Source: an optimization exercise on an open RTL-to-GDS flow (aim: small area, a short achievable clock period and few clock cycles per item). Production flows keep margins and buffers that such runs may drop. RTL that was checked went through simulation tests only; none was proved equivalent to the original. The RTL of run 3 was laid out without a check of its function. No activity file was given, so power comes from the tool's default toggle rates.

$ cat design/flow/flow/run.sh
#!/bin/bash
# Standard ORFS layout (the standard.sh, unchanged synthesis), with:
#  - port buffers of sky130_fd_sc_hd__buf_1 instead of the default choice
#  - timing repair aiming for 12.5 ns of setup slack at the design's period
#  - clock tree: clkbuf_8 buffers, larger sink clusters, no dummy loads
set -euo pipefail
bash standard.sh SETUP_SLACK_MARGIN=12.5 \
  "BUFFER_PORTS_ARGS=-buffer_cell sky130_fd_sc_hd__buf_1" \
  "CTS_ARGS=-sink_clustering_enable -repair_clock_nets -buf_list sky130_fd_sc_hd__clkbuf_8 -sink_clustering_size 16 -sink_clustering_max_diameter 60 -dont_use_dummy_load" \
  finish > make_finish.log 2>&1
$ cat design/flow/standard.sh
#!/bin/bash
# synth_recipe.tcl (not shown) runs the flow's synth.tcl, then flattens the netlist and writes it again
# the make line also repeats each setting of config.mk as NAME=value (left out here)
make -C /OpenROAD-flow-scripts/flow DESIGN_CONFIG=/design/flow/config.mk WORK_HOME=/design/flow/orfs CLKGATE_MAP_FILE= SYNTH_SCRIPT=/design/flow/synth_recipe.tcl "${@:-finish}"
$ cat design/flow/config.mk
export PLATFORM = sky130hd
export DESIGN_NAME = z20_align_add
export DESIGN_NICKNAME = z20_align_add
export VERILOG_FILES = /design/flow/design.v
export SDC_FILE = /design/flow/constraint.sdc
export NUM_CORES = 4
export LEC_CHECK = 0
export CAP_MARGIN = 20
export CORE_MARGIN = 2
export CORE_UTILIZATION = 50
export CTS_BUF_LIST = sky130_fd_sc_hd__clkbuf_8
export SLEW_MARGIN = 20
export SYNTH_HIERARCHICAL = 1
$ cat design/flow/constraint.sdc
create_clock -name core_clock -period 17.0 [get_ports {clk}]
set_input_delay 3.4000 -clock core_clock [delete_from_list [all_inputs] [get_ports {clk}]]
set_output_delay 3.4000 -clock core_clock [all_outputs]
set_load 0.01 [all_outputs]
$ cat design/flow/design.v
module z20_align_add (
    input  wire        clk,
    input  wire        rst,           
    input  wire        in_valid,
    input  wire        in_sub,        
    input  wire [47:0] in_x,          
    input  wire [15:0] in_ex,         
    input  wire [5:0]  in_wx,         
    input  wire [47:0] in_y,
    input  wire [15:0] in_ey,
    input  wire [5:0]  in_wy,
    output reg         out_valid,
    output reg  [47:0] out_z,         
    output reg  [15:0] out_ez,        
    output reg         out_sat        
);
    function [4:0] guard_of(input [5:0] w);
        guard_of = (w >= 6'd47) ? 5'd0 : (w <= 6'd31) ? 5'd16 : (5'd15 - w[4:0]);
    endfunction
    wire [4:0]  gx = guard_of(in_wx);
    wire [4:0]  gy = guard_of(in_wy);
    wire        swap1, dbig1;
    z20_exp_cmp u_cmp (.ex(in_ex), .ey(in_ey), .lt(swap1), .big(dbig1));
    reg         r1_valid;
    reg  [47:0] r1_x, r1_y;
    reg         r1_sub;
    reg         r1_clamp;         
    reg  [15:0] r1_ex, r1_ey;
    reg  [4:0]  r1_gx, r1_gy;
    reg         r1_swap;          
    reg  [7:0]  r1_dxy, r1_dyx;   
    reg         r1_dbig;          
    always @(posedge clk) begin
        if (rst) r1_valid <= 1'b0;
        else     r1_valid <= in_valid;
        r1_x    <= in_x;
        r1_y    <= in_y;
        r1_sub  <= in_sub;
        r1_clamp <= in_sub & in_y[47] & ~(|in_y[46:0]);
        r1_ex   <= in_ex;
        r1_ey   <= in_ey;
        r1_gx   <= gx;
        r1_gy   <= gy;
        r1_swap <= swap1;
        r1_dxy  <= in_ex[7:0] - in_ey[7:0];
        r1_dyx  <= in_ey[7:0] - in_ex[7:0];
        r1_dbig <= dbig1;
    end
    wire [47:0] yn;
    z20_neg u_neg (.y(r1_y), .sub(r1_sub), .clamp(r1_clamp), .yn(yn));
    wire        swap = r1_swap;
    wire [47:0] a    = swap ? yn : r1_x;                      
    wire [47:0] b    = swap ? r1_x : yn;
    wire [15:0] ea   = swap ? r1_ey : r1_ex;
    wire [4:0]  g    = swap ? r1_gy : r1_gx;
    wire        dbig = r1_dbig;
    wire [7:0]  d    = swap ? r1_dyx : r1_dxy;
    wire [7:0]  t    = d - {3'd0, g};
    wire        tneg = t[7] & ~dbig;
    wire [4:0]  shl  = tneg ? {1'b0, d[3:0]} : g;            
    wire [5:0]  s    = {((t[5] | t[6]) & ~t[7]) | dbig,
                        ((t[4] | t[6]) & ~t[7]) | dbig,
                        t[3:0] & {4{~t[7]}}};
    wire [48:0] a49;
    wire        abig;
    z20_lsh u_lsh (.a(a), .sh(shl), .z(a49), .big(abig));
    wire [47:0] q;
    wire        up;
    z20_rsh_rne u_rsh (.b(b), .s(s), .q(q), .up(up));
    reg         r2_valid;
    reg  [48:0] r2_a;
    reg         r2_abig;
    reg         r2_asgn;
    reg  [47:0] r2_q;
    reg         r2_up;
    reg  [15:0] r2_ea;
    reg  [4:0]  r2_shl;
    reg         r2_clamp;
    always @(posedge clk) begin
        if (rst) r2_valid <= 1'b0;
        else     r2_valid <= r1_valid;
        r2_a     <= a49;
        r2_abig  <= abig;
        r2_asgn  <= a[47];
        r2_q     <= q;
        r2_up    <= up;
        r2_ea    <= ea;
        r2_shl   <= shl;
        r2_clamp <= r1_clamp;
    end
    wire [47:0] z;
    wire        ovf;
    z20_sum_sat u_sum (.a(r2_a), .big(r2_abig), .asgn(r2_asgn), .q(r2_q), .cin(r2_up),
                       .z(z), .ovf(ovf));
    always @(posedge clk) begin
        if (rst) out_valid <= 1'b0;
        else     out_valid <= r2_valid;
        out_z   <= z;
        out_ez  <= r2_ea - {11'd0, r2_shl};
        out_sat <= ovf | r2_clamp;
    end
endmodule
module z20_exp_cmp (
    input  wire [15:0] ex,
    input  wire [15:0] ey,
    output wire        lt,
    output wire        big
);
    wire [15:0] ua = {~ex[15], ex[14:0]};
    wire [15:0] ub = {~ey[15], ey[14:0]};
    reg  [15:0] l, e;
    integer i, k;
    always @(*) begin
        l = ~ua & ub;
        e = ~(ua ^ ub);
        for (k = 1; k < 16; k = k * 2)
            for (i = 0; i < 16; i = i + 2*k) begin
                l[i] = l[i+k] | (e[i+k] & l[i]);
                e[i] = e[i+k] & e[i];
            end
    end
    assign lt = l[0];
    wire [9:0]  hx = ua[15:6];
    wire [9:0]  hy = ub[15:6];
    reg  [9:0]  px, py;
    always @(*) begin
        px[0] = 1'b1;
        py[0] = 1'b1;
        for (i = 1; i < 10; i = i + 1) begin
            px[i] = px[i-1] & hx[i-1];
            py[i] = py[i-1] & hy[i-1];
        end
    end
    wire        e0  = (hx == hy);
    wire        exy = ((hx ^ hy) == py) & ~(&hy);           
    wire        eyx = ((hx ^ hy) == px) & ~(&hx);           
    assign big = ~(e0 | exy | eyx);
endmodule
module z20_neg (
    input  wire [47:0] y,
    input  wire        sub,
    input  wire        clamp,
    output wire [47:0] yn
);
    reg  [47:0] nz;
    integer i;
    always @(*) begin
        nz[0] = 1'b0;
        for (i = 1; i < 48; i = i + 1) nz[i] = nz[i-1] | y[i-1];
    end
    assign yn = y ^ (({48{sub}} & nz) | {48{clamp}});
endmodule
module z20_lsh (
    input  wire [47:0] a,
    input  wire [4:0]  sh,
    output wire [48:0] z,
    output reg         big
);
    reg  [48:0] v;
    always @(*) begin
        v = {a[47], a};
        if (sh[0]) v = {v[47:0], 1'd0};
        if (sh[1]) v = {v[46:0], 2'd0};
        if (sh[2]) v = {v[44:0], 4'd0};
        if (sh[3]) v = {v[40:0], 8'd0};
        if (sh[4]) v = {a[32:0], 16'd0};
    end
    assign z = v;
    integer k;
    always @(*) begin
        big = 1'b0;
        for (k = 1; k < 16; k = k + 1)
            if (k < sh && (a[47] ^ a[47-k])) big = 1'b1;
    end
endmodule
module z20_rsh_rne (
    input  wire [47:0] b,
    input  wire [5:0]  s,
    output wire [47:0] q,
    output wire        up
);
    reg  [48:0] v;       
    reg         sticky;
    always @(*) begin
        v = {b, 1'b0};
        sticky = 1'b0;
        if (s[5]) begin sticky = sticky | (|v[31:0]); v = {{32{v[48]}}, v[48:32]}; end
        if (s[4]) begin sticky = sticky | (|v[15:0]); v = {{16{v[48]}}, v[48:16]}; end
        if (s[3]) begin sticky = sticky | (|v[7:0]);  v = {{8{v[48]}},  v[48:8]};  end
        if (s[2]) begin sticky = sticky | (|v[3:0]);  v = {{4{v[48]}},  v[48:4]};  end
        if (s[1]) begin sticky = sticky | (|v[1:0]);  v = {{2{v[48]}},  v[48:2]};  end
        if (s[0]) begin sticky = sticky | v[0];       v = {v[48], v[48:1]};        end
    end
    assign q  = v[48:1];
    assign up = v[0] & (sticky | v[1]);
endmodule
module z20_sum_sat (
    input  wire [48:0] a,
    input  wire        big,
    input  wire        asgn,
    input  wire [47:0] q,
    input  wire        cin,
    output wire [47:0] z,
    output wire        ovf
);
    localparam N = 50;
    wire [N-1:0] xa = {a[48], a};
    wire [N-1:0] xb = {{2{q[47]}}, q};
    wire [N-1:0] pp = xa ^ xb;
    reg  [N-1:0] gg, gp;
    reg  [N-1:0] c;          
    integer j, l;
    always @(*) begin
        gg = xa & xb;
        gp = pp;
        gg[0] = gg[0] | (pp[0] & cin);
        for (l = 1; l < 64; l = l * 2)
            for (j = N - 1; j >= 0; j = j - 1)
                if (j & l) begin
                    gg[j] = gg[j] | (gp[j] & gg[((j / l) * l) - 1]);
                    gp[j] = gp[j] & gp[((j / l) * l) - 1];
                end
        c = {gg[N-2:0], cin};
    end
    wire [N-1:0] sum = pp ^ c;
    wire         neg = big ? asgn : sum[49];
    assign ovf = big | (sum[49:47] != {3{sum[49]}});
    assign z   = ovf ? {neg, {47{~neg}}} : sum[47:0];
endmodule
==> flow_metrics.env, run 1 <==
export IMPL_dieArea_mm2=0.0430
export IMPL_syn_area_per_cell_um2=9.52
export IMPL_yosys_top_cells_area="dfxtp_1 (34%), mux2_2 (10%), mux2i_1 (8.6%)"
export IMPL_die_w_um=207
export IMPL_required_ns=17.46
export IMPL_fmax_mhz=221
export IMPL_synth_area_leader_cell="dfxtp_1"
export IMPL_dp_hpwl_mm=49.1
export IMPL_die_h_um=207
export IMPL_cp_start_kind="flop"
export IMPL_drv_cap=0
export IMPL_cts_inserted_buffers=35
export IMPL_ant_nets=0
export IMPL_power_density_mw_per_mm2=134
export IMPL_insertion_delay_ns=0.61
export IMPL_clockPowerShare=0.146
export IMPL_hold_buffers=0
export IMPL_slowest_stage="or4_1"
export IMPL_final_setup_skew_ns=0.0783
export IMPL_holdWs_ns=0.430
export IMPL_path_max_fanout=29
export IMPL_place_gp_congestion=0.954
export IMPL_hold_viol_final=0
export IMPL_syn_inst=2172
export IMPL_worst_ir_drop_vdd_mv=0.0658
export IMPL_overflow=0
export IMPL_cp_cell_sequence="mux2_2 > ha_1 > nor2b_2 > o31a_1 > or4_1 > a21oi_2 > o21ai_4 > bufbuf_16 > and3b_1 > a211oi_2 > a21oi_1 > mux4_2 > or2_0 > a221oi_2 > nor2_1"
export IMPL_port_buffers=209
export IMPL_first_iter_violations=1485
export IMPL_routed_wl_mm=63.3
export IMPL_cpPeakStageDelay_ns=0.52
export IMPL_placed_area_mm2=0.0219
export IMPL_min_period_over_period=0.266
export IMPL_clkSinkCount=347
export IMPL_crit_family="simple AND/OR/NAND/NOR gates"
export IMPL_p_comb_frac=0.515
export IMPL_vias=17000
export IMPL_min_path_type="reg -> reg"
export IMPL_grt_max_degree=59
export IMPL_synth_edff_count=0
export IMPL_status="complete, no violations"
export IMPL_design_area_mm2=0.0229
export IMPL_critPathCaptureType="flop"
export IMPL_start_util=0.506
export IMPL_cts_clk_slew_worst_paths_ns=0.08
export IMPL_final_instance_count_excl_fill=2866
export IMPL_cts_tree="yes"
export IMPL_rsz0062_at_grt="yes"
export IMPL_syn_area_mm2=0.0207
export IMPL_grt_use_total=0.285
export IMPL_worst_pin_slew_ns=0.955
export IMPL_internal_power_mw=1.81
export IMPL_power_leakage_nw=9.27
export IMPL_syn_nets=2413
export IMPL_tns_ns=0
export IMPL_cts_buffer_depth=3
export IMPL_fin_util=0.560
export IMPL_power_frac_seq=0.339
export IMPL_synth_top_area_frac=0.336
export IMPL_viasPerCell=5.94
export IMPL_slew_headroom=0.363
export IMPL_grt_pass1_wl_mm=95.9
export IMPL_crit_type="reg -> reg"
export IMPL_cts_root_buffer="clkbuf_8"
export IMPL_async_flop_share=0
export IMPL_fin_nets=2576
export IMPL_io_pins=210
export IMPL_n_fill_cell=3742
export IMPL_avgRoutedWirePerCell_um=22.1
export IMPL_first_pass_iters=6
export IMPL_cts_htree_levels=2
export IMPL_arrival_ns=4.99
export IMPL_drc=0
export IMPL_ys_flop_type="dfxtp_1"
export IMPL_slew_violations=0
export IMPL_num_rows=74
export IMPL_drive_gt1_frac=0.207
export IMPL_yosys_warnings=12
export IMPL_critPathBufInv=1
export IMPL_antenna_found_initial=1
export IMPL_grt_pass1_vias=16400
export IMPL_synth_cell_types=103
export IMPL_syn2layout_area_growth_pct=10.7
export IMPL_setup_viol=0
export IMPL_layout_min_cycle_time_ns=4.53
export IMPL_switching_share=0.412
export IMPL_core_mm2=0.0408
export IMPL_power_switching_mw=1.27
export IMPL_ys_ff_latch=347
export IMPL_ys_seq_area_frac=0.336
export IMPL_dp_cells=2815
-- metrics by stage --
step,worst slack [ns],power (mW)
final,12.47,3.07
after floorplan,12.31,2.19
after global placement,11.60,2.56
after global routing,12.30,3.28
after CTS,12.48,3.06
after detailed placement,11.60,2.58
-- synth_stat cells, drive strengths merged, types with 11 or more instances --
library cell  instances
dfxtp               347
nor3                 43
nand2b               16
ha                   86
a211oi               27
a31oi                12
o21ai               135
fa                   11
xor2                 61
clkbuf               45
o22ai                14
or3                  12
nand2               117
o211ai               15
nand3                36
inv                 109
o221ai               12
a21o                 27
mux2i               178
mux2                211
nor2                148
nand4                16
a21oi               139
xnor2                51
buf                  74
mux4                 20
nor4                 38
o31ai                11
nor2b                25
-- per-layer routing --
layer | routed length [µm] | share of wire | up-vias | track usage
met3 | 4310 | 0.068 | 139 | 0.0396
li1 | - | - | 8172 | -
met1 | 27400 | 0.43 | 7994 | 0.379
met2 | 29000 | 0.46 | 718 | 0.467
met4 | 2550 | 0.040 | 2 | 0.116
met5 | 9 | 0.00014 | - | 0
-- cell type report --
class | count | area [µm²] | area share
Antenna cell | 1 | 2.50 | 0.000109
Clock buffer | 35 | 482 | 0.0211
Inverter | 113 | 478 | 0.0209
Multi-Input combinational cell | 1593 | 13000 | 0.569
Sequential cell | 347 | 6960 | 0.304
Tap cell | 532 | 666 | 0.0291
Timing Repair Buffer | 245 | 1270 | 0.0556
-- worst paths after layout --
kind | startpoint | end | slack (ns) | cells after the start
worst max-delay path | r1_swap | r2_up | 12.47 | 15
worst min-delay path | r2_ea[15] | out_ez[15] | 0.43 | 1
worst max register to register | r1_swap | r2_up | 12.47 | 15
worst min register to register | r2_ea[15] | out_ez[15] | 0.43 | 1
-- logic make-up (layout without fill, tap and decap cells) --
family,count (synthesis),after routing,synth area share
buffers and inverters,232,393,0.0542
AND/OR/NAND/NOR,501,501,0.121
other,0,1,0
multiplexers,409,409,0.224
AO/OA/AOI/OAI,474,474,0.155
flip-flops,347,347,0.336
adder cells (fa/ha/maj),97,97,0.0627
XOR/XNOR,112,112,0.0474
-- registers in the layout, indices dropped and copies added (netlist names), 5 cells and up --
signal  count
out_ez     16
out_z      48
r1_dxy      7
r1_dyx      8
r1_ex      16
r1_ey      16
r1_gx       5
r1_gy       5
r1_x       48
r1_y       48
r2_a       49
r2_ea      16
r2_q       48
r2_shl      5
-- Yosys stat by module, one instance, submodules excluded --
module         cell area (µm²)  flip-flops and latches  cells  copies in the design
z20_align_add            10000                     347    734                     1
z20_rsh_rne               3270                       0    428                     1
z20_lsh                   3000                       0    403                     1
z20_sum_sat               2560                       0    329                     1
z20_neg                   1090                       0    172                     1
z20_exp_cmp                706                       0    106                     1
-- power by group through the flow --
stage | registers (mW) | logic (mW) | clock network, mW
6_report | 1.04 | 1.58 | 0.450
5_1_grt | 1.05 | 1.73 | 0.496
3_5_place_dp | 1.06 | 1.52 | 0
2_1_floorplan | 1.04 | 1.15 | 0
3_3_place_gp | 1.06 | 1.51 | 0
4_1_cts | 1.04 | 1.55 | 0.468
-- cells in the final DEF, fill, tap and decap left out, types with 20 or more instances in the layout --
| cell type | n |
|---|---|
| mux4_2 | 20 |
| nand2_1 | 113 |
| nor4_1 | 36 |
| nand3_1 | 35 |
| buf_4 | 24 |
| dfxtp_1 | 336 |
| nor3_1 | 39 |
| o21ai_0 | 68 |
| buf_1 | 159 |
| buf_2 | 32 |
| nor2_1 | 140 |
| clkbuf_8 | 35 |
| xor2_1 | 60 |
| o21ai_1 | 37 |
| ha_1 | 73 |
| a21oi_1 | 130 |
| a211oi_1 | 21 |
| inv_1 | 97 |
| mux2_2 | 188 |
| xnor2_1 | 51 |
| nor2b_1 | 24 |
| o21ai_2 | 29 |
| a21o_1 | 27 |
| mux2i_1 | 175 |
-- what timing repair did --
item / 4_1_cts / 5_1_grt
gates cloned: 1 / 2
pin swaps: 1 / 2
buffers inserted: 4 / 8
resized for setup: 72 / 57
endpoints found under the setup margin: 133 / 85
hold endpoints to repair: 0 / 0
Testbench counts, summed over its fixed seeds: cycles 3,224, items 3,200.
==> run 2, diff against run 1 <==
--- a/design/flow/config.mk
+++ b/design/flow/config.mk
@@ -8,5 +8,5 @@
 export CAP_MARGIN = 20
 export CORE_MARGIN = 2
-export CORE_UTILIZATION = 50
+export CORE_UTILIZATION = 62
 export CTS_BUF_LIST = sky130_fd_sc_hd__clkbuf_8
 export SLEW_MARGIN = 20
==> run 2 against run 1 <==
Against the previous run:
- still clean on timing, DRC and antenna
- clock power shrank 1%
- core utilization grew 15 points
- die area shrank 19%
- design area grew 1.6%
- non-clock buffer count grew 31
- hold slack lost 0.024 ns
- final cell count shrank 2.1%
- synthesized area is the same
- combinational power grew 4%
- global-route usage grew 5.2 points
- via count grew 3.5%
- critical path type is now in -> reg
- critical endpoint is now r1_dbig
- highest routed layer is now met4
==> flow_metrics.env, run 2 <==
export IMPL_use_met2=0.537
export IMPL_min_period_over_period=0.265
export IMPL_die_h_um=187
export IMPL_ant_nets=0
export IMPL_required_ns=17.42
export IMPL_vias=17600
export IMPL_cts_inserted_buffers=34
export IMPL_synth_top_area_frac=0.336
export IMPL_cp_start_kind="input port"
export IMPL_syn_nets=2413
export IMPL_power_switching_mw=1.29
export IMPL_slowest_stage="o41ai_4"
export IMPL_place_gp_congestion=0.973
export IMPL_r2r_cells=16
export IMPL_holdWs_ns=0.406
export IMPL_hold_buffers=0
export IMPL_drive_gt1_frac=0.217
export IMPL_hold_viol_final=0
export IMPL_syn_area_per_cell_um2=9.52
export IMPL_r2r_start="r1_swap"
export IMPL_grtUsageMet3=0.0489
export IMPL_clockPowerShare=0.143
export IMPL_timing_hold_worst_path_depth=1
export IMPL_yosys_top_cells_area="dfxtp_1 (34%), mux2_2 (10%), mux2i_1 (8.6%)"
export IMPL_antenna_found_initial=0
export IMPL_cts_tree="yes"
export IMPL_cpPeakStageDelay_ns=0.36
export IMPL_core_mm2=0.0327
export IMPL_crit_type="in -> reg"
export IMPL_tns_ns=0
export IMPL_cts_buffer_depth=3
export IMPL_worst_pin_slew_ns=0.868
export IMPL_syn_inst=2172
export IMPL_grt_use_total=0.337
export IMPL_slew_headroom=0.415
export IMPL_worst_ir_drop_vdd_mv=0.0800
export IMPL_p_comb_frac=0.524
export IMPL_dp_hpwl_mm=45.7
export IMPL_num_rows=66
export IMPL_first_pass_iters=7
export IMPL_cts_root_buffer="clkbuf_8"
export IMPL_rsz0062_at_grt="yes"
export IMPL_async_flop_share=0
export IMPL_dp_cells=2723
export IMPL_ys_seq_area_frac=0.336
export IMPL_synth_edff_count=0
export IMPL_fmax_mhz=222
export IMPL_critPathBufInv=2
export IMPL_cp_num_cells=8
export IMPL_power_leakage_nw=9.36
export IMPL_final_instance_count_excl_fill=2806
export IMPL_avgRoutedWirePerCell_um=22.1
export IMPL_dieArea_mm2=0.0348
export IMPL_routed_wl_mm=62.1
export IMPL_clkSinkCount=347
export IMPL_syn2layout_area_growth_pct=12.5
export IMPL_hold_path_startpoint="r1_valid"
export IMPL_ys_flop_type="dfxtp_1"
export IMPL_io_pins=210
export IMPL_cts_htree_levels=2
export IMPL_syn_area_mm2=0.0207
export IMPL_layout_min_cycle_time_ns=4.50
export IMPL_power_density_mw_per_mm2=134
export IMPL_critPathCaptureType="flop"
export IMPL_ys_top_cells_by_count="dfxtp_1 (347), mux2_2 (189), mux2i_1 (178)"
export IMPL_most_common_layout_cells="dfxtp_1 (346), mux2_2 (189), buf_1 (186), mux2i_1 (163), nor2_1 (138)"
export IMPL_final_setup_skew_ns=0.0814
export IMPL_overflow=0
export IMPL_path_max_fanout=4
export IMPL_switching_share=0.414
export IMPL_first_iter_violations=1847
export IMPL_port_buffers=209
export IMPL_regMostFlops="r2_a"
export IMPL_synth_area_leader_cell="dfxtp_1"
export IMPL_cp_cell_sequence="buf_2 > inv_2 > ha_4 > a31oi_4 > o41ai_4 > o31ai_4 > a2111oi_4 > nor3_2"
export IMPL_grt_max_degree=71
export IMPL_antenna_cells=0
export IMPL_cts_clk_slew_worst_paths_ns=0.09
export IMPL_die_w_um=187
export IMPL_grt_pass1_wl_mm=93.7
export IMPL_status="complete, no violations"
export IMPL_grt_pass1_vias=16600
export IMPL_insertion_delay_ns=0.57
export IMPL_drv_cap=0
export IMPL_min_path_type="reg -> reg"
export IMPL_use_met1=0.460
export IMPL_setup_viol=0
export IMPL_cp_startpoint="in_ex[13]"
export IMPL_arrival_ns=4.92
export IMPL_ys_ff_latch=347
export IMPL_fin_nets=2607
export IMPL_fin_util=0.711
export IMPL_drc=0
export IMPL_crit_family="compound AO/OA/AOI/OAI gates"
export IMPL_synth_cell_types=103
export IMPL_internal_power_mw=1.83
export IMPL_layout_commonest_cell="dfxtp_1"
export IMPL_yosys_warnings=12
export IMPL_slew_violations=0
export IMPL_yosysMostFrequentCell="dfxtp_1"
export IMPL_grt_busiest_layer="met2"
export IMPL_power_frac_seq=0.333
export IMPL_start_util=0.632
export IMPL_largest_reg_flops=49
export IMPL_viasPerCell=6.28
## run 2: layout make-up
type | instances | area [µm²]
Clock buffer | 34 | 468
Fill cell | 2524 | 9450
Inverter | 113 | 484
Multi-Input combinational cell | 1594 | 13300
Sequential cell | 347 | 6950
Tap cell | 442 | 553
Timing Repair Buffer | 276 | 1530
## run 2: final timing paths
| kind | to | slack [ns] |
|---|---|---|
| worst max-delay path | r1_dbig | 12.50 |
| worst min-delay path | r2_valid | 0.41 |
| worst min register to register | r2_valid | 0.41 |
| worst max register to register | r2_a[39] | 12.52 |
## run 2: logic make-up (layout without fill, tap and decap cells)
| logic type | after synthesis | count (layout) | synth area share |
|---|---|---|---|
| AOI/OAI and AO/OA | 474 | 474 | 0.155 |
| and+or+nand+nor | 501 | 501 | 0.121 |
| DFF | 347 | 347 | 0.336 |
| muxes | 409 | 410 | 0.224 |
| xor gates and xnor gates | 112 | 112 | 0.0474 |
| adders and majority gates | 97 | 97 | 0.0627 |
| buffers and inverters | 232 | 423 | 0.0542 |
## run 2: through the flow
step / area [µm²] / setup WS, ns / power, mW
final: 23300 / 12.50 / 3.12
after global routing: 23300 / 12.31 / 3.30
after CTS: 22500 / 12.32 / 3.03
after detailed placement: 21800 / 11.23 / 2.56
after global placement: 21800 / 11.27 / 2.53
after floorplan: 20900 / 12.31 / 2.19
## run 2: modules after synthesis, one instance, submodules excluded
module	cells inside	times used	cell area (µm²)
z20_align_add	734	1	10000
z20_rsh_rne	428	1	3270
z20_lsh	403	1	3000
z20_sum_sat	329	1	2560
z20_neg	172	1	1090
z20_exp_cmp	106	1	706
## run 2: power groups by stage
stage          registers, mW  logic [mW]  clock network, mW
3_3_place_gp            1.06        1.47                  0
3_5_place_dp            1.06        1.50                  0
2_1_floorplan           1.04        1.15                  0
4_1_cts                 1.04        1.53              0.453
6_report                1.04        1.64              0.445
5_1_grt                 1.05        1.77              0.482
## run 2: repair_timing
item | 4_1_cts | 5_1_grt
buffers inserted | 10 | 33
endpoints found under the setup margin | 103 | 84
cloned | 1 | 5
resized for setup | 39 | 113
pin swaps | 2 | 20
## run 2: layer usage
| metal | wire length, µm | vias to the layer above |
|---|---|---|
| met1 | 26300 | 8283 |
| li1 | - | 8245 |
| met4 | 3070 | 0 |
| met5 | 0 | - |
| met3 | 5360 | 192 |
| met2 | 27400 | 901 |
## run 2: worst reg2reg max path: cells and delay by family (launching register included)
kind	cells	cell delay (ns)
multiplexers	5	1.45
AO/OA/AOI/OAI	4	1.01
buffers and inverters	4	0.79
flip-flops	1	0.44
AND/OR/NAND/NOR	2	0.40
adder cells (fa/ha/maj)	1	0.29
==> run 3, diff against run 2 <==
--- a/design/flow/design.v
+++ b/design/flow/design.v
@@ -26,5 +26,5 @@
     reg         r1_sub;
     reg         r1_clamp;         
-    reg  [15:0] r1_ex, r1_ey;
+    reg  [15:0] r1_ea;            
     reg  [4:0]  r1_gx, r1_gy;
     reg         r1_swap;          
@@ -38,6 +38,5 @@
         r1_sub  <= in_sub;
         r1_clamp <= in_sub & in_y[47] & ~(|in_y[46:0]);
-        r1_ex   <= in_ex;
-        r1_ey   <= in_ey;
+        r1_ea   <= swap1 ? in_ey : in_ex;
         r1_gx   <= gx;
         r1_gy   <= gy;
@@ -52,5 +51,5 @@
     wire [47:0] a    = swap ? yn : r1_x;                      
     wire [47:0] b    = swap ? r1_x : yn;
-    wire [15:0] ea   = swap ? r1_ey : r1_ex;
+    wire [15:0] ea   = r1_ea;
     wire [4:0]  g    = swap ? r1_gy : r1_gx;
     wire        dbig = r1_dbig;
--- a/design/flow/config.mk
+++ b/design/flow/config.mk
@@ -8,5 +8,5 @@
 export CAP_MARGIN = 20
 export CORE_MARGIN = 2
-export CORE_UTILIZATION = 62
+export CORE_UTILIZATION = 50
 export CTS_BUF_LIST = sky130_fd_sc_hd__clkbuf_8
 export SLEW_MARGIN = 20
==> run 3 against run 2 <==
Against the previous run:
- still clean on timing, DRC and antenna
- via count down 3.8%
- sequential power decreased by 4%
- design area is 1.8% lower
- die area up 21%
- core utilization shrank 14 points
- count of clock-buffer cells in the layout shrank 3
- critical endpoint is now r1_ea[11]
- highest routed layer is now met5
==> flow_metrics.env, run 3 <==
export IMPL_yosys_warnings=12
export IMPL_largest_reg_flops=49
export IMPL_grt_use_total=0.282
export IMPL_wl_met2_mm=28.2
export IMPL_first_iter_violations=1300
export IMPL_vias=17000
export IMPL_final_setup_skew_ns=0.0569
export IMPL_most_common_layout_cells="dfxtp_1 (300), mux2_2 (180), mux2i_1 (173), nor2_1 (140), a21oi_1 (129)"
export IMPL_crit_type="in -> reg"
export IMPL_layout_commonest_cell="dfxtp_1"
export IMPL_place_gp_congestion=0.960
export IMPL_clkSinkCount=331
export IMPL_syn2layout_area_growth_pct=12.5
export IMPL_yosys_top_cells_area="dfxtp_1 (33%), mux2_2 (10%), mux2i_1 (8.8%)"
export IMPL_overflow=0
export IMPL_avgRoutedWirePerCell_um=21.4
export IMPL_die_w_um=206
export IMPL_syn_area_mm2=0.0203
export IMPL_synth_area_leader_cell="dfxtp_1"
export IMPL_grt_max_degree=77
export IMPL_tns_ns=0
export IMPL_drv_cap=0
export IMPL_ant_nets=0
export IMPL_cts_clk_slew_worst_paths_ns=0.09
export IMPL_hold_viol_final=0
export IMPL_async_flop_share=0
export IMPL_cts_inserted_buffers=31
export IMPL_synth_top_area_frac=0.326
export IMPL_met3WireLength_mm=3.72
export IMPL_rsz0062_at_grt="yes"
export IMPL_port_buffers=209
export IMPL_synth_cell_types=102
export IMPL_required_ns=17.51
export IMPL_cp_cell_sequence="buf_8 > ha_4 > a21oi_4 > a21oi_2 > a211o_1 > a21o_1 > a21o_4 > buf_8 > mux2_4"
export IMPL_grt_pass1_vias=16500
export IMPL_syn_inst=2158
export IMPL_drive_gt1_frac=0.235
export IMPL_fin_nets=2565
export IMPL_syn_area_per_cell_um2=9.41
export IMPL_ys_flop_type="dfxtp_1"
export IMPL_yosysMostFrequentCell="dfxtp_1"
export IMPL_core_mm2=0.0399
export IMPL_regMostFlops="r2_a"
export IMPL_slowest_stage="mux2_4"
export IMPL_min_period_over_period=0.269
export IMPL_min_path_type="reg -> reg"
export IMPL_crit_family="compound AO/OA/AOI/OAI gates"
export IMPL_cts_root_buffer="clkbuf_8"
export IMPL_layout_min_cycle_time_ns=4.58
export IMPL_worst_pin_slew_ns=0.912
export IMPL_critPathCaptureType="flop"
export IMPL_ys_seq_area_frac=0.326
export IMPL_syn_nets=2399
export IMPL_first_pass_iters=5
export IMPL_die_h_um=206
export IMPL_power_density_mw_per_mm2=132
export IMPL_cts_buffer_depth=3
export IMPL_cts_htree_levels=1
export IMPL_start_util=0.509
export IMPL_slew_violations=0
export IMPL_worst_ir_drop_vdd_mv=0.0707
export IMPL_grt_pass1_wl_mm=92.9
export IMPL_ys_ff_latch=331
export IMPL_drc=0
export IMPL_dieArea_mm2=0.0422
export IMPL_viasPerCell=5.95
export IMPL_dr_max_layer_used="met5"
export IMPL_insertion_delay_ns=0.64
export IMPL_status="complete, no violations"
export IMPL_total_power_mw=3.01
export IMPL_io_pins=210
export IMPL_power_leakage_nw=9.30
export IMPL_setup_viol=0
export IMPL_arrival_ns=5.09
export IMPL_num_rows=73
export IMPL_slew_headroom=0.392
export IMPL_routed_wl_mm=61.0
export IMPL_cts_tree="yes"
export IMPL_cp_start_kind="input port"
export IMPL_crit_top_cell="buf_8"
export IMPL_wl_met1_mm=26.5
export IMPL_critPathBufInv=2
export IMPL_fmax_mhz=218
export IMPL_dp_hpwl_mm=46.8
export IMPL_path_max_fanout=5
export IMPL_synth_edff_count=0
export IMPL_cpPeakStageDelay_ns=0.29
export IMPL_antenna_found_initial=3
export IMPL_ys_top_cells_by_count="dfxtp_1 (331), mux2_2 (182), mux2i_1 (178)"
[run 3: changes by cell type after synthesis, sizes merged, moves of 3 or more]
| cell | change |
|---|---|
| nor3 | +3 |
| mux2 | -7 |
| nand2 | +3 |
| dfxtp | -16 |
| o21ai | +6 |
| xnor2 | -4 |
| nand3 | -4 |
| xor2 | +3 |
[run 3: cell families (layout without fill, tap and decap cells)]
kind of cell | after synthesis | count (layout) | synth area share
buffers and inverters | 231 | 393 | 0.0548
and+or+nand+nor | 505 | 505 | 0.124
other | 0 | 1 | 0
adders and majority gates | 97 | 97 | 0.0638
DFF | 331 | 331 | 0.326
AOI/OAI and AO/OA | 481 | 482 | 0.159
xor gates and xnor gates | 111 | 111 | 0.0479
muxes | 402 | 403 | 0.224
[run 3: cell type report]
| class | instances | area [µm²] |
|---|---|---|
| Antenna cell | 1 | 2.50 |
| Clock buffer | 31 | 427 |
| Fill cell | 3584 | 17100 |
| Inverter | 112 | 458 |
| Multi-Input combinational cell | 1598 | 13100 |
| Sequential cell | 331 | 6670 |
| Tap cell | 525 | 657 |
| Timing Repair Buffer | 250 | 1530 |
[run 3: report_power, final]
part	leakage [nW]	internal [mW]	switching [mW]	total, mW
Sequential	2.79	0.929	0.0669	0.996
Clock	0.223	0.161	0.251	0.412
Combinational	6.29	0.680	0.922	1.60
[run 3: path summary, 6_finish.rpt]
path / start / end / slack [ns] / cells past startpoint
max reg2reg: r1_swap / r2_up / 12.47 / 15
min reg2reg: r1_ea[6] / r2_ea[6] / 0.33 / 0
min: r1_ea[6] / r2_ea[6] / 0.33 / 0
max: in_ey[2] / r1_ea[11] / 12.42 / 9
[run 3: worst reg2reg max path: stages (launching register included)]
cell and delay [ns]:
dfxtp_4 0.45, mux2_2 0.38, ha_1 0.35, nor2b_2 0.21, o31a_1 0.28, or4_1 0.52, a21oi_2 0.19, o21ai_4 0.09
buf_12 0.18, mux2i_1 0.38, and2_1 0.19, o31ai_1 0.11, mux4_2 0.49, or2_0 0.25, a221oi_2 0.22, nor2_1 0.08
[run 3: Yosys stat by module (local to each module, per instance)]
module	cells inside	area (µm²)	flip-flops and latches
z20_align_add	720	9680	331
z20_sum_sat	329	2560	0
z20_rsh_rne	428	3270	0
z20_lsh	403	3000	0
z20_exp_cmp	106	706	0
z20_neg	172	1090	0
[run 3: per-layer routing]
metal | track usage | vias to the layer above
met5 | 0 | -
met4 | 0.116 | 4
met3 | 0.0413 | 143
met2 | 0.468 | 614
met1 | 0.367 | 8041
li1 | - | 8148
[run 3: through the flow]
| stage | hold slack (ns) | instance area, µm² | cells | setup slack [ns] | utilization |
|---|---|---|---|---|---|
| 4_1_cts | 0.329 | 22400 | 2841 | 12.42 | 0.562 |
| 3_5_place_dp | 0.313 | 21500 | 2795 | 10.96 | 0.539 |
| 2_1_floorplan | 0.310 | 20600 | 2158 | 12.05 | - |
| 5_1_grt | 0.333 | 22800 | 2847 | 12.31 | 0.572 |
| 6_report | 0.334 | 22800 | 2848 | 12.42 | 0.572 |
| 3_3_place_gp | 0.317 | 21500 | 2794 | 10.97 | 0.539 |
[run 3: what timing repair did]
action                                  in CTS  in global routing
pin swaps                                   10                 13
endpoints found under the setup margin     180                154
gates resized for setup                    145                 96
gates cloned                                 2                  1
hold buffers                                 0                  0
buffers inserted                            13                  5
==> run 4, diff against run 3 <==
--- a/design/flow/design.v
+++ b/design/flow/design.v
@@ -26,5 +26,5 @@
     reg         r1_sub;
     reg         r1_clamp;         
-    reg  [15:0] r1_ea;            
+    reg  [15:0] r1_ex, r1_ey;
     reg  [4:0]  r1_gx, r1_gy;
     reg         r1_swap;          
@@ -38,5 +38,6 @@
         r1_sub  <= in_sub;
         r1_clamp <= in_sub & in_y[47] & ~(|in_y[46:0]);
-        r1_ea   <= swap1 ? in_ey : in_ex;
+        r1_ex   <= in_ex;
+        r1_ey   <= in_ey;
         r1_gx   <= gx;
         r1_gy   <= gy;
@@ -51,5 +52,5 @@
     wire [47:0] a    = swap ? yn : r1_x;                      
     wire [47:0] b    = swap ? r1_x : yn;
-    wire [15:0] ea   = r1_ea;
+    wire [15:0] ea   = swap ? r1_ey : r1_ex;
     wire [4:0]  g    = swap ? r1_gy : r1_gx;
     wire        dbig = r1_dbig;
@@ -215,9 +216,13 @@
         gg[0] = gg[0] | (pp[0] & cin);
         for (l = 1; l < 64; l = l * 2)
-            for (j = N - 1; j >= 0; j = j - 1)
-                if (j & l) begin
-                    gg[j] = gg[j] | (gp[j] & gg[((j / l) * l) - 1]);
-                    gp[j] = gp[j] & gp[((j / l) * l) - 1];
-                end
+            for (j = 2*l - 1; j < N; j = j + 2*l) begin
+                gg[j] = gg[j] | (gp[j] & gg[j-l]);
+                gp[j] = gp[j] & gp[j-l];
+            end
+        for (l = 16; l >= 1; l = l / 2)
+            for (j = 3*l - 1; j < N; j = j + 2*l) begin
+                gg[j] = gg[j] | (gp[j] & gg[j-l]);
+                gp[j] = gp[j] & gp[j-l];
+            end
         c = {gg[N-2:0], cin};
     end
--- a/design/flow/config.mk
+++ b/design/flow/config.mk
@@ -8,5 +8,5 @@
 export CAP_MARGIN = 20
 export CORE_MARGIN = 2
-export CORE_UTILIZATION = 50
+export CORE_UTILIZATION = 40
 export CTS_BUF_LIST = sky130_fd_sc_hd__clkbuf_8
 export SLEW_MARGIN = 20
==> run 4 against run 3 <==
Against the previous run:
- still clean on timing, DRC and antenna
- critical path depth up 11
- routed wire length up 11%
- via count up 1.4%
- largest cell class unchanged
- global-route usage down 3.7 points
- design area up 3.5%
- hold slack better by 0.093 ns
- synthesized cell count down 0.14%
- sequential power up 5%
- highest routed layer unchanged
- clock power up 11%
- maximum frequency up 1.8%
- largest power group unchanged
==> flow_metrics.env, run 4 <==
export IMPL_first_iter_violations=1633
export IMPL_port_buffers=209
export IMPL_layout_commonest_cell="dfxtp_1"
export IMPL_power_density_mw_per_mm2=131
export IMPL_required_ns=17.44
export IMPL_holdWs_ns=0.426
export IMPL_slew_headroom=0.361
export IMPL_ys_flop_type="dfxtp_1"
export IMPL_clkSinkCount=347
export IMPL_cpPeakStageDelay_ns=0.52
export IMPL_viasPerCell=5.68
export IMPL_syn_nets=2414
export IMPL_n_fill_cell=4960
export IMPL_r2r_cells=20
export IMPL_insertion_delay_ns=0.65
export IMPL_io_pins=210
export IMPL_num_rows=83
export IMPL_yosysMostFrequentCell="dfxtp_1"
export IMPL_start_util=0.403
export IMPL_crit_type="reg -> reg"
export IMPL_drv_cap=0
export IMPL_yosys_top_cells_area="dfxtp_1 (34%), mux2_2 (10%), mux2i_1 (8.6%)"
export IMPL_most_common_layout_cells="dfxtp_1 (334), mux2_2 (185), buf_1 (169), mux2i_1 (167), nand2_1 (144)"
export IMPL_yosys_warnings=12
export IMPL_hold_path_startpoint="r2_clamp"
export IMPL_hold_buffers=0
export IMPL_place_gp_congestion=0.954
export IMPL_syn_inst=2155
export IMPL_place_ws_ns=11.26
export IMPL_layout_min_cycle_time_ns=4.50
export IMPL_cp_startpoint="r2_a[0]"
export IMPL_dp_cells=2944
export IMPL_fin_nets=2608
export IMPL_arrival_ns=4.94
export IMPL_cp_cell_sequence="inv_2 > fa_2 > inv_2 > fa_2 > a211oi_2 > o211ai_1 > buf_4 > nor4b_4 > o311a_4 > o21ai_4 > o21ai_2 > a31o_1 > a31o_1 > fa_1 > nand3b_1 > a21oi_2 > buf_6 > clkinvlp_4 > buf_12 > or2_4"
export IMPL_fin_ws_ns=12.50
export IMPL_ys_top_cells_by_count="dfxtp_1 (347), mux2_2 (190), mux2i_1 (178)"
export IMPL_cts_root_buffer="clkbuf_8"
export IMPL_synth_edff_count=0
export IMPL_dp_hpwl_mm=51.3
export IMPL_drc=0
export IMPL_ant_nets=0
export IMPL_drive_gt1_frac=0.220
export IMPL_ys_seq_area_frac=0.337
export IMPL_power_leakage_nw=9.54
export IMPL_cts_inserted_buffers=37
export IMPL_hold_viol_final=0
export IMPL_worst_pin_slew_ns=0.949
export IMPL_cts_clk_slew_worst_paths_ns=0.10
export IMPL_grt_pass1_wl_mm=101
export IMPL_overflow=0
export IMPL_final_instance_count_excl_fill=3029
export IMPL_grt_max_degree=70
export IMPL_min_path_type="reg -> reg"
export IMPL_vias=17200
export IMPL_first_pass_iters=6
export IMPL_avgRoutedWirePerCell_um=22.4
export IMPL_tns_ns=0
export IMPL_largest_reg_flops=49
export IMPL_slew_violations=0
export IMPL_cp_start_kind="flop"
export IMPL_setup_viol=0
export IMPL_path_max_fanout=7
export IMPL_final_setup_skew_ns=0.129
export IMPL_cts_buffer_depth=3
export IMPL_rsz0062_at_grt="yes"
export IMPL_syn_area_per_cell_um2=9.56
export IMPL_synth_area_leader_cell="dfxtp_1"
export IMPL_cts_htree_levels=2
export IMPL_synth_top_area_frac=0.337
export IMPL_syn2layout_area_growth_pct=14.8
export IMPL_total_power_mw=3.11
export IMPL_ys_ff_latch=347
export IMPL_r2r_end="out_sat"
export IMPL_routed_wl_mm=67.7
export IMPL_antenna_found_initial=3
export IMPL_syn_area_mm2=0.0206
export IMPL_die_w_um=231
export IMPL_setup_worst_path_end="out_sat"
export IMPL_min_period_over_period=0.265
export IMPL_rrSetupSlack_ns=12.50
export IMPL_grt_use_total=0.245
export IMPL_status="complete, no violations"
export IMPL_worst_ir_drop_vdd_mv=0.0546
export IMPL_regMostFlops="r2_a"
export IMPL_critPathCaptureType="flop"
export IMPL_cts_tree="yes"
export IMPL_grt_pass1_vias=16700
export IMPL_r2r_start="r2_a[0]"
export IMPL_slowest_stage="fa_1"
export IMPL_async_flop_share=0
export IMPL_dieArea_mm2=0.0533
export IMPL_die_h_um=231
export IMPL_core_mm2=0.0511
export IMPL_fmax_mhz=222
export IMPL_synth_cell_types=100
-- run 4: cell count changes after synthesis, sizes merged, moves of 6 or more --
cell	delta
a21oi	-26
dfxtp	+16
fa	+19
inv	+13
mux2	+8
nand2	+28
nor2	-9
nor2b	-6
nor3	-8
o21ai	-7
or3	-6
xor2	-13
-- run 4: modules after synthesis (local to each module, per instance) --
module | cells inside | copies in the design | cell area [µm²]
z20_align_add | 734 | 1 | 10000
z20_exp_cmp | 106 | 1 | 706
z20_lsh | 403 | 1 | 3000
z20_neg | 172 | 1 | 1090
z20_rsh_rne | 428 | 1 | 3270
z20_sum_sat | 312 | 1 | 2480
-- run 4: per-stage QoR --
step | utilization | instance area, µm²
4_1_cts | 0.451 | 23000
2_1_floorplan | - | 20900
6_report | 0.463 | 23600
3_3_place_gp | 0.431 | 22000
5_1_grt | 0.463 | 23600
3_5_place_dp | 0.431 | 22000
-- run 4: cell families after synthesis --
| group | Yosys count | share of synthesized area |
|---|---|---|
| flip-flops | 347 | 0.337 |
| multiplexers | 410 | 0.225 |
| buffers and inverters | 243 | 0.0549 |
| XOR/XNOR | 98 | 0.0417 |
| AO/OA/AOI/OAI | 438 | 0.139 |
| AND/OR/NAND/NOR | 504 | 0.121 |
| adder cells (fa/ha/maj) | 115 | 0.0808 |
-- run 4: worst min path at each step --
stage | slack [ns] | cells past startpoint | endpoint
after global routing | 0.45 | 1 | r2_ea[2]
after detailed placement | 0.40 | 1 | out_sat
final | 0.43 | 1 | out_sat
after CTS | 0.42 | 1 | out_sat
after global placement | 0.40 | 1 | out_sat
after floorplan | 0.33 | 0 | r2_clamp
-- run 4: repair_timing --
action,4_1_cts,5_1_grt
setup endpoints to repair,170,103
buffers inserted,14,25
gates cloned,3,4
pin swaps,2,19
resized for setup,97,118
-- run 4: layer usage --
metal / share of wire / GRT usage / vias up
met5: 0.00019 / 0 / -
met2: 0.47 / 0.415 / 712
met4: 0.040 / 0.0804 / 2
met3: 0.062 / 0.0338 / 152
li1: - / - / 8094
met1: 0.43 / 0.320 / 8232
-- run 4: area by class of cell --
class                   instances  area (µm²)  share of cell area
repair inverters                1        7.51            0.000318
inverters                     125         526              0.0222
multi-input cells            1567       13200               0.558
well taps                     680         851              0.0360
diodes                          2        5.00            0.000212
clock buffers                  37         509              0.0215
flip-flops and latches        347        6970               0.295
repair buffers                270        1600              0.0676
-- run 4: report_power, final --
part	switching (mW)	internal (mW)
Clock	0.266	0.194
Combinational	0.902	0.698
Sequential	0.0851	0.963
-- run 4: critical path, delay by kind of cell, from the launching register on --
kind,cells,cell delay (ns)
AO/OA/AOI/OAI,8,1.64
buffers and inverters,6,0.67
flip-flops,1,0.33
adder cells (fa/ha/maj),3,1.10
AND/OR/NAND/NOR,3,0.54
Testbench counts of run 4, summed over its fixed seeds: cycles 3,224, items 3,200.
==> run 5, diff against run 4 <==
--- a/design/flow/config.mk
+++ b/design/flow/config.mk
@@ -8,5 +8,5 @@
 export CAP_MARGIN = 20
 export CORE_MARGIN = 2
-export CORE_UTILIZATION = 40
+export CORE_UTILIZATION = 45
 export CTS_BUF_LIST = sky130_fd_sc_hd__clkbuf_8
 export SLEW_MARGIN = 20
==> run 5 against run 4 <==
Against the previous run:
- still clean
- synthesized cell count stayed put
- sequential share of layout area is 0.60 points higher
- critical path depth is 19 lower
- register-to-register slack better by 0.06 ns
- power is 3.5% lower
- core utilization is 4.9 points higher
- clock power is 3% lower
- count of clock-buffer cells in the layout is 3 lower
- design area is 2.0% lower
- via count is 2.4% lower
- routed wire length is 7.2% lower
- critical path type is now reg -> out
- largest cell class unchanged
==> flow_metrics.env, run 5 <==
export IMPL_crit_type="reg -> out"
export IMPL_vias=16800
export IMPL_io_pins=210
export IMPL_worst_pin_slew_ns=0.803
export IMPL_yosys_top_cells_area="dfxtp_1 (34%), mux2_2 (10%), mux2i_1 (8.6%)"
export IMPL_slew_violations=0
export IMPL_viasPerCell=5.72
export IMPL_hold_viol_final=0
export IMPL_hold_path_startpoint="r2_clamp"
export IMPL_power_leakage_nw=9.43
export IMPL_drv_cap=0
export IMPL_cts_htree_levels=2
export IMPL_grt_busiest_layer="met2"
export IMPL_hold_buffers=0
export IMPL_routed_wl_mm=62.8
export IMPL_cts_buffer_depth=3
export IMPL_overflow=0
export IMPL_ys_seq_area_frac=0.337
export IMPL_dp_cells=2868
export IMPL_r2r_end="r2_q[9]"
export IMPL_ys_flop_type="dfxtp_1"
export IMPL_min_period_over_period=0.263
export IMPL_grtUsageMet3=0.0491
export IMPL_drive_gt1_frac=0.205
export IMPL_yosys_warnings=12
export IMPL_num_rows=78
export IMPL_n_fill_cell=4348
export IMPL_ys_top_cells_by_count="dfxtp_1 (347), mux2_2 (190), mux2i_1 (178)"
export IMPL_final_setup_skew_ns=0.0635
export IMPL_critPathBufInv=1
export IMPL_synth_cell_types=100
export IMPL_cp_startpoint="out_ez[6]"
export IMPL_port_buffers=209
export IMPL_start_util=0.455
export IMPL_cp_start_kind="flop"
export IMPL_cp_cell_sequence="buf_6"
export IMPL_place_gp_congestion=0.950
export IMPL_ant_nets=0
export IMPL_ys_ff_latch=347
export IMPL_holdWs_ns=0.419
export IMPL_synth_area_leader_cell="dfxtp_1"
export IMPL_dieArea_mm2=0.0475
export IMPL_rrSetupSlack_ns=12.56
export IMPL_synth_top_area_frac=0.337
export IMPL_critPathCaptureType="output pin"
export IMPL_r2r_cells=15
export IMPL_die_h_um=218
export IMPL_grt_use_total=0.261
export IMPL_grt_pass1_wl_mm=95.2
export IMPL_core_mm2=0.0453
export IMPL_r2r_start="r1_swap"
export IMPL_die_w_um=218
export IMPL_cts_inserted_buffers=34
export IMPL_syn_nets=2414
export IMPL_placed_area_mm2=0.0219
export IMPL_cts_tree="yes"
export IMPL_cp_num_cells=1
export IMPL_syn2layout_area_growth_pct=12.4
export IMPL_status="complete, no violations"
export IMPL_layout_min_cycle_time_ns=4.46
export IMPL_arrival_ns=1.06
export IMPL_grt_pass1_vias=16600
export IMPL_insertion_delay_ns=0.62
export IMPL_crit_family="flip-flops"
export IMPL_use_met2=0.431
export IMPL_grt_max_degree=65
export IMPL_syn_area_per_cell_um2=9.56
export IMPL_cts_clk_slew_worst_paths_ns=0.09
export IMPL_syn_inst=2155
export IMPL_path_max_fanout=1
export IMPL_async_flop_share=0
export IMPL_first_iter_violations=1286
export IMPL_drc=0
export IMPL_final_instance_count_excl_fill=2933
export IMPL_setup_viol=0
export IMPL_syn_area_mm2=0.0206
export IMPL_fin_nets=2589
export IMPL_rsz0062_at_grt="yes"
export IMPL_cts_root_buffer="clkbuf_8"
export IMPL_use_met1=0.329
export IMPL_power_density_mw_per_mm2=129
export IMPL_avgRoutedWirePerCell_um=21.4
export IMPL_most_common_layout_cells="dfxtp_1 (337), mux2_2 (186), mux2i_1 (171), buf_1 (156), nand2_1 (145)"
export IMPL_cpPeakStageDelay_ns=0.33
export IMPL_synth_edff_count=0
export IMPL_required_ns=13.60
export IMPL_regMostFlops="r2_a"
export IMPL_clkSinkCount=347
export IMPL_setup_worst_path_end="out_ez[6]"
export IMPL_first_pass_iters=6
export IMPL_design_area_mm2=0.0232
export IMPL_antenna_found_initial=9
export IMPL_yosysMostFrequentCell="dfxtp_1"
export IMPL_worst_ir_drop_vdd_mv=0.0886
export IMPL_largest_reg_flops=49
export IMPL_min_path_type="reg -> reg"
export IMPL_dp_hpwl_mm=49.0
export IMPL_slowest_stage="dfxtp_2"
export IMPL_slew_headroom=0.459
export IMPL_layout_commonest_cell="dfxtp_1"
export IMPL_tns_ns=0
export IMPL_fmax_mhz=224
run 5: worst min-delay path by stage:
stage | endpoint | slack (ns) | cells after the start
3_5_place_dp | out_sat | 0.40 | 1
5_1_grt | out_ez[15] | 0.44 | 1
2_1_floorplan | r2_clamp | 0.33 | 0
6_report | out_sat | 0.42 | 1
3_3_place_gp | out_sat | 0.40 | 1
4_1_cts | out_sat | 0.43 | 1
run 5: cell type report:
type                       count  area (µm²)  area share
tap                          600         751      0.0324
clock buffer                  34         468      0.0202
timing repair buffer         256        1400      0.0603
multi-input combinational   1565       13000       0.563
inverter                     125         529      0.0229
antenna                        5        12.5    0.000540
sequential                   347        6960       0.301
timing repair inverter         1        7.51    0.000324
run 5: timing repair:
item | 4_1_cts | 5_1_grt
resized for setup | 66 | 86
setup endpoints to repair | 161 | 142
pin swaps | 0 | 16
setup buffers | 8 | 15
gates cloned | 2 | 1
run 5: per-layer routing:
metal / wire (µm) / vias to the layer above
li1: - / 8064
met1: 26400 / 7994
met2: 29500 / 598
met3: 4130 / 124
met4: 2830 / 6
met5: 35 / -
run 5: logic make-up (layout without fill, tap and decap cells):
logic type               count (synthesis)  in the layout  share of synthesized area
AO/OA/AOI/OAI                          438            438                      0.139
XOR/XNOR                                98             98                     0.0417
adder cells (fa/ha/maj)                115            115                     0.0808
other                                    0              5                          0
buffers and inverters                  243            416                     0.0549
flip-flops                             347            347                      0.337
AND/OR/NAND/NOR                        504            504                      0.121
multiplexers                           410            410                      0.225
run 5: where the power goes:
part / switching [mW] / internal (mW) / total (mW)
Clock: 0.268 / 0.179 / 0.447
Sequential: 0.0793 / 0.962 / 1.04
Combinational: 0.852 / 0.659 / 1.51
Total: 1.20 / 1.80 / 3.00
run 5: stage by stage:
stage	setup WS (ns)	utilization	power, mW
3_5_place_dp	11.67	0.485	2.50
5_1_grt	12.38	0.511	3.22
2_1_floorplan	12.31	-	2.13
6_report	12.54	0.511	3.00
4_1_cts	12.49	0.502	2.97
3_3_place_gp	11.69	0.485	2.48
run 5: Yosys stat by module, one instance, submodules excluded:
module         flops+latches  copies in the design  cells inside  cell area (µm²)
z20_neg                    0                     1           172             1090
z20_lsh                    0                     1           403             3000
z20_exp_cmp                0                     1           106              706
z20_sum_sat                0                     1           312             2480
z20_rsh_rne                0                     1           428             3270
z20_align_add            347                     1           734            10000
==> run 6, diff against run 5 <==
==> design/flow/flow/run.sh (replaced) <==
#!/bin/bash
# Standard ORFS layout (the standard.sh, unchanged synthesis), with:
#  - port buffers of sky130_fd_sc_hd__buf_1 instead of the default choice
#  - timing repair aiming for 12.4 ns of setup slack at the design's period
#  - clock tree: clkbuf_8 buffers, larger sink clusters, no dummy loads
set -euo pipefail
bash standard.sh SETUP_SLACK_MARGIN=12.4 \
  "BUFFER_PORTS_ARGS=-buffer_cell sky130_fd_sc_hd__buf_1" \
  "CTS_ARGS=-sink_clustering_enable -repair_clock_nets -buf_list sky130_fd_sc_hd__clkbuf_8 -sink_clustering_size 16 -sink_clustering_max_diameter 60 -dont_use_dummy_load" \
  finish > make_finish.log 2>&1
==> run 6 against run 5 <==
Against the previous run:
- still clean on timing, DRC and antenna
- sequential power about the same
- synthesized area unchanged
- hold slack worse by 0.0012 ns
- register-to-register slack worse by 0.11 ns
- core utilization down 0.16 points
- worst setup slack worse by 0.083 ns
- critical path type is now reg -> reg
- largest cell class unchanged
- largest power group unchanged
==> flow_metrics.env, run 6 <==
export IMPL_grt_pass1_wl_mm=98.3
export IMPL_crit_type="reg -> reg"
export IMPL_fin_ws_ns=12.45
export IMPL_tns_ns=0
export IMPL_largest_reg_flops=49
export IMPL_cp_startpoint="r1_swap"
export IMPL_rsz0062_at_grt="yes"
export IMPL_syn_area_mm2=0.0206
export IMPL_die_w_um=218
export IMPL_cts_inserted_buffers=34
export IMPL_yosys_warnings=12
export IMPL_slew_violations=0
export IMPL_drive_gt1_frac=0.181
export IMPL_final_setup_skew_ns=0.0769
export IMPL_seq_area_mm2=0.00695
export IMPL_layout_commonest_cell="dfxtp_1"
export IMPL_place_ws_ns=11.24
export IMPL_port_buffers=209
export IMPL_n_fill_cell=4311
export IMPL_r2r_start="r1_swap"
export IMPL_fin_nets=2595
export IMPL_grt_max_degree=63
export IMPL_layout_min_cycle_time_ns=4.55
export IMPL_syn_area_per_cell_um2=9.56
export IMPL_worst_ir_drop_vdd_mv=0.0859
export IMPL_syn_inst=2155
export IMPL_cts_clk_slew_worst_paths_ns=0.09
export IMPL_die_h_um=218
export IMPL_min_path_type="reg -> reg"
export IMPL_vias=16900
export IMPL_overflow=0
export IMPL_first_pass_iters=7
export IMPL_total_power_mw=3.03
export IMPL_dieArea_mm2=0.0475
export IMPL_hold_path_startpoint="r2_clamp"
export IMPL_ant_nets=0
export IMPL_yosysMostFrequentCell="dfxtp_1"
export IMPL_arrival_ns=4.98
export IMPL_grtUsageMet3=0.0428
export IMPL_cts_buffer_depth=3
export IMPL_multi_input_area_mm2=0.0130
export IMPL_insertion_delay_ns=0.62
export IMPL_holdWs_ns=0.418
export IMPL_critPathCaptureType="flop"
export IMPL_setup_viol=0
export IMPL_avgRoutedWirePerCell_um=22.3
export IMPL_synth_cell_types=100
export IMPL_yosys_top_cells_area="dfxtp_1 (34%), mux2_2 (10%), mux2i_1 (8.6%)"
export IMPL_power_leakage_nw=9.33
export IMPL_hold_buffers=0
export IMPL_grt_busiest_layer="met2"
export IMPL_grt_use_total=0.270
export IMPL_io_pins=210
export IMPL_dp_hpwl_mm=50.1
export IMPL_synth_area_leader_cell="dfxtp_1"
export IMPL_core_mm2=0.0453
export IMPL_async_flop_share=0
export IMPL_dp_cells=2865
export IMPL_syn_nets=2414
export IMPL_final_instance_count_excl_fill=2936
export IMPL_syn2layout_area_growth_pct=12.1
export IMPL_clkSinkCount=347
export IMPL_path_max_fanout=29
export IMPL_status="complete, no violations"
export IMPL_use_met1=0.353
export IMPL_r2r_cells=17
export IMPL_first_iter_violations=1228
export IMPL_required_ns=17.43
export IMPL_viasPerCell=5.74
export IMPL_use_met2=0.449
export IMPL_hold_viol_final=0
export IMPL_cts_root_buffer="clkbuf_8"
export IMPL_antenna_found_initial=4
export IMPL_slew_headroom=0.466
export IMPL_ys_top_cells_by_count="dfxtp_1 (347), mux2_2 (190), mux2i_1 (178)"
export IMPL_min_period_over_period=0.268
export IMPL_worst_pin_slew_ns=0.793
export IMPL_ys_flop_type="dfxtp_1"
export IMPL_ys_ff_latch=347
export IMPL_ys_seq_area_frac=0.337
export IMPL_most_common_layout_cells="dfxtp_1 (346), buf_1 (202), mux2_2 (188), mux2i_1 (171), nand2_1 (145)"
export IMPL_routed_wl_mm=65.5
export IMPL_drc=0
export IMPL_fmax_mhz=220
export IMPL_drv_cap=0
export IMPL_grt_pass1_vias=16500
export IMPL_power_density_mw_per_mm2=131
export IMPL_cts_htree_levels=2
export IMPL_synth_top_area_frac=0.337
export IMPL_regMostFlops="r2_a"
export IMPL_start_util=0.455
export IMPL_num_rows=78
export IMPL_timing_hold_worst_path_depth=1
export IMPL_place_gp_congestion=0.951
export IMPL_cp_start_kind="flop"
export IMPL_cts_tree="yes"
export IMPL_synth_edff_count=0
-- run 6: changes by cell type in the layout (fill, tap and decap cells not counted), moves of 3 or more --
cell and delta:
buf_1 +46, buf_2 -21, clkbuf_2 -16, buf_6 -12
dfxtp_1 +9, dfxtp_2 -9, ha_1 +4, buf_12 +3
buf_8 +3, diode_2 -3
-- run 6: path summary, 6_finish.rpt --
path	end	slack, ns
setup reg to reg	r2_up	12.45
setup / recovery	r2_up	12.45
hold / removal	out_sat	0.42
hold reg to reg	out_sat	0.42
-- run 6: modules after synthesis (local to each module, per instance) --
module / cell area, µm² / copies in the design
z20_align_add: 10000 / 1
z20_rsh_rne: 3270 / 1
z20_lsh: 3000 / 1
z20_sum_sat: 2480 / 1
z20_neg: 1090 / 1
z20_exp_cmp: 706 / 1
-- run 6: what timing repair did --
action | in CTS | in global routing
cloned | 2 | 4
setup buffers | 10 | 19
endpoints found under the setup margin | 132 | 116
pin swaps | 1 | 6
resized for setup | 25 | 58
-- run 6: area by class of cell --
class | count | share of cell area
Tap cell | 600 | 0.0325
Sequential cell | 347 | 0.301
Clock buffer | 34 | 0.0203
Timing Repair inverter | 1 | 0.000325
Timing Repair Buffer | 262 | 0.0611
Antenna cell | 2 | 0.000217
Multi-Input combinational cell | 1565 | 0.562
Inverter | 125 | 0.0228
-- run 6: stage by stage --
step	instance area, µm²	util
4_1_cts	22600	0.499
3_5_place_dp	21900	0.483
6_report	23100	0.510
3_3_place_gp	21900	0.483
2_1_floorplan	20800	-
5_1_grt	23100	0.510
-- run 6: critical path: stages (launching register included) --
cell and delay, ns:
dfxtp_4 0.42, buf_4 0.19, buf_4 0.13, mux2i_2 0.30, ha_4 0.27, o21a_1 0.19, o31a_1 0.13, or4_1 0.52
a21oi_2 0.21, o21ai_4 0.12, bufbuf_16 0.34, and3b_1 0.20, a211oi_2 0.19, a21oi_1 0.10, mux4_2 0.52, or2_0 0.23
a221oi_2 0.22, nor2_1 0.07
-- run 6: metal layers --
layer  wire length [µm]  vias up  part of all wire
met5                 23        -           0.00035
met4               2390        4             0.036
met3               4240      116             0.065
met2              30600      646              0.47
met1              28200     8022              0.43
li1                   -     8066                 -
-- run 6: kinds of logic (layout without fill, tap and decap cells) --
logic type,count (synthesis),after routing,share of synthesized area
other cells,0,2,0
simple gates,504,504,0.121
buf+inv,243,422,0.0549
mux,410,410,0.225
flops,347,347,0.337
compound gates,438,438,0.139
fa+ha+maj,115,115,0.0808
xor+xnor,98,98,0.0417
-- run 6: report_power, final --
part	leakage, nW	internal [mW]	switching [mW]
clock	0.244	0.179	0.264
combinational	6.16	0.662	0.875
sequential	2.92	0.961	0.0858
==> run 7, diff against run 6 <==
==> design/flow/flow/run.sh (replaced) <==
#!/bin/bash
# Standard ORFS layout (the standard.sh, unchanged synthesis), with:
#  - port buffers of sky130_fd_sc_hd__buf_1 instead of the default choice
#  - timing repair aiming for 12.5 ns of setup slack at the design's period
#  - clock tree: clkbuf_8 buffers, larger sink clusters, no dummy loads
set -euo pipefail
bash standard.sh SETUP_SLACK_MARGIN=12.5 \
  "BUFFER_PORTS_ARGS=-buffer_cell sky130_fd_sc_hd__buf_1" \
  "CTS_ARGS=-sink_clustering_enable -repair_clock_nets -buf_list sky130_fd_sc_hd__clkbuf_8 -sink_clustering_size 22 -sink_clustering_max_diameter 60 -dont_use_dummy_load" \
  finish > make_finish.log 2>&1
==> run 7 against run 6 <==
Against the previous run:
- via count about the same
- clock skew up 0.041 ns
- clock power down 5.2%
- final cell count down 0.37%
- maximum frequency about the same
- largest cell class unchanged
- highest routed layer unchanged
==> flow_metrics.env, run 7 <==
export IMPL_fmax_mhz=220
export IMPL_routed_wl_mm=63.1
export IMPL_worst_ir_drop_vdd_mv=0.0766
export IMPL_ys_top_cells_by_count="dfxtp_1 (347), mux2_2 (190), mux2i_1 (178)"
export IMPL_critPathCaptureType="output pin"
export IMPL_ant_nets=0
export IMPL_switching_share=0.400
export IMPL_synth_top_area_frac=0.337
export IMPL_path_max_fanout=1
export IMPL_design_area_mm2=0.0232
export IMPL_p_comb_frac=0.510
export IMPL_grt_pass1_vias=16500
export IMPL_min_period_over_period=0.268
export IMPL_grt_pass1_wl_mm=95.0
export IMPL_hold_viol_final=0
export IMPL_seq_area_mm2=0.00698
export IMPL_power_density_mw_per_mm2=129
export IMPL_regMostFlops="r2_a"
export IMPL_tns_ns=0
export IMPL_n_fill_cell=4331
export IMPL_syn_area_per_cell_um2=9.56
export IMPL_status="complete, no violations"
export IMPL_core_mm2=0.0453
export IMPL_syn_nets=2414
export IMPL_ys_seq_area_frac=0.337
export IMPL_slew_violations=0
export IMPL_async_flop_share=0
export IMPL_drc=0
export IMPL_yosysMostFrequentCell="dfxtp_1"
export IMPL_synth_edff_count=0
export IMPL_slowest_stage="dfxtp_2"
export IMPL_antenna_found_initial=9
export IMPL_vias=16800
export IMPL_worst_pin_slew_ns=0.821
export IMPL_synth_area_leader_cell="dfxtp_1"
export IMPL_final_setup_skew_ns=0.118
export IMPL_cts_clk_slew_worst_paths_ns=0.12
export IMPL_cts_root_buffer="clkbuf_8"
export IMPL_layout_min_cycle_time_ns=4.55
export IMPL_cts_inserted_buffers=31
export IMPL_fin_nets=2582
export IMPL_power_frac_seq=0.350
export IMPL_crit_type="reg -> out"
export IMPL_die_h_um=218
export IMPL_avgRoutedWirePerCell_um=21.6
export IMPL_port_buffers=209
export IMPL_arrival_ns=1.15
export IMPL_ys_ff_latch=347
export IMPL_ys_flop_type="dfxtp_1"
export IMPL_most_common_layout_cells="dfxtp_1 (326), mux2_2 (188), mux2i_1 (170), nand2_1 (145), buf_1 (135)"
export IMPL_yosys_top_cells_area="dfxtp_1 (34%), mux2_2 (10%), mux2i_1 (8.6%)"
export IMPL_power_switching_mw=1.19
export IMPL_insertion_delay_ns=0.69
export IMPL_dieArea_mm2=0.0475
export IMPL_required_ns=13.60
export IMPL_cts_tree="yes"
export IMPL_io_pins=210
export IMPL_critPathBufInv=1
export IMPL_largest_reg_flops=49
export IMPL_power_leakage_nw=9.45
export IMPL_multi_input_area_mm2=0.0130
export IMPL_crit_family="flip-flops"
export IMPL_num_rows=78
export IMPL_place_gp_congestion=0.950
export IMPL_internal_power_mw=1.79
export IMPL_hold_buffers=0
export IMPL_rsz0062_at_grt="yes"
export IMPL_drv_cap=0
export IMPL_cpPeakStageDelay_ns=0.35
export IMPL_cts_buffer_depth=3
export IMPL_synth_cell_types=100
-- run 7: cell counts after synthesis --
No cell type changed its count.
-- run 7: layer usage --
metal | track usage | vias up | part of all wire
li1 | - | 8049 | -
met1 | 0.330 | 8050 | 0.42
met2 | 0.435 | 606 | 0.47
met3 | 0.0395 | 127 | 0.064
met4 | 0.101 | 6 | 0.041
met5 | 0 | - | 0.00059
-- run 7: metrics by stage --
step,power [mW],utilization,instances,setup slack (ns)
2_1_floorplan,2.13,-,2155,12.31
6_report,2.98,0.512,2925,12.45
5_1_grt,3.20,0.512,2924,12.40
3_5_place_dp,2.50,0.485,2868,11.67
4_1_cts,2.96,0.502,2909,12.40
3_3_place_gp,2.48,0.485,2868,11.69
-- run 7: what timing repair did --
action                     CTS  global route
setup buffers                8            10
setup endpoints to repair  198           174
pin swaps                    1             9
gates resized for setup    108            90
cloned                       2             2
-- run 7: power groups by stage --
stage	clock network, mW	registers [mW]	logic, mW
2_1_floorplan	0	1.05	1.08
3_5_place_dp	0	1.06	1.44
4_1_cts	0.438	1.04	1.48
3_3_place_gp	0	1.06	1.42
6_report	0.420	1.04	1.52
5_1_grt	0.469	1.06	1.67
-- run 7: path summary, 6_finish.rpt --
path | start | to | slack, ns | depth (start not counted)
max | out_ez[6] | out_ez[6] | 12.45 | 1
min | r2_clamp | out_sat | 0.42 | 1
max reg2reg | r1_swap | r2_q[18] | 12.59 | 15
min reg2reg | r2_clamp | out_sat | 0.42 | 1
-- run 7: modules after synthesis, one instance, submodules excluded --
| module | area, µm² | flip-flops and latches | times used | cells |
|---|---|---|---|---|
| z20_neg | 1090 | 0 | 1 | 172 |
| z20_rsh_rne | 3270 | 0 | 1 | 428 |
| z20_sum_sat | 2480 | 0 | 1 | 312 |
| z20_exp_cmp | 706 | 0 | 1 | 106 |
| z20_align_add | 10000 | 347 | 1 | 734 |
| z20_lsh | 3000 | 0 | 1 | 403 |
-- run 7: area by class of cell --
cell class                      count  area share
Antenna cell                        4    0.000432
Clock buffer                       31      0.0184
Inverter                          125      0.0228
Multi-Input combinational cell   1565       0.562
Sequential cell                   347       0.301
Tap cell                          600      0.0324
Timing Repair Buffer              252      0.0630
Timing Repair inverter              1    0.000324
-- run 7: cell families (layout without fill, tap and decap cells) --
logic type	after synthesis	in the layout	synth area share
AO/OA/AOI/OAI	438	438	0.139
AND/OR/NAND/NOR	504	504	0.121
multiplexers	410	410	0.225
buffers and inverters	243	409	0.0549
flip-flops	347	347	0.337
adder cells (fa/ha/maj)	115	115	0.0808
XOR/XNOR	98	98	0.0417
other	0	4	0

Setup slack of run 7, layout unchanged: 12.451 ns with ideal ports, 12.396 ns with driving cells assumed (clock clkbuf_16, inputs buf_2), 11.888 ns with port delays also shifted by the 0.688 ns mid clock arrival.
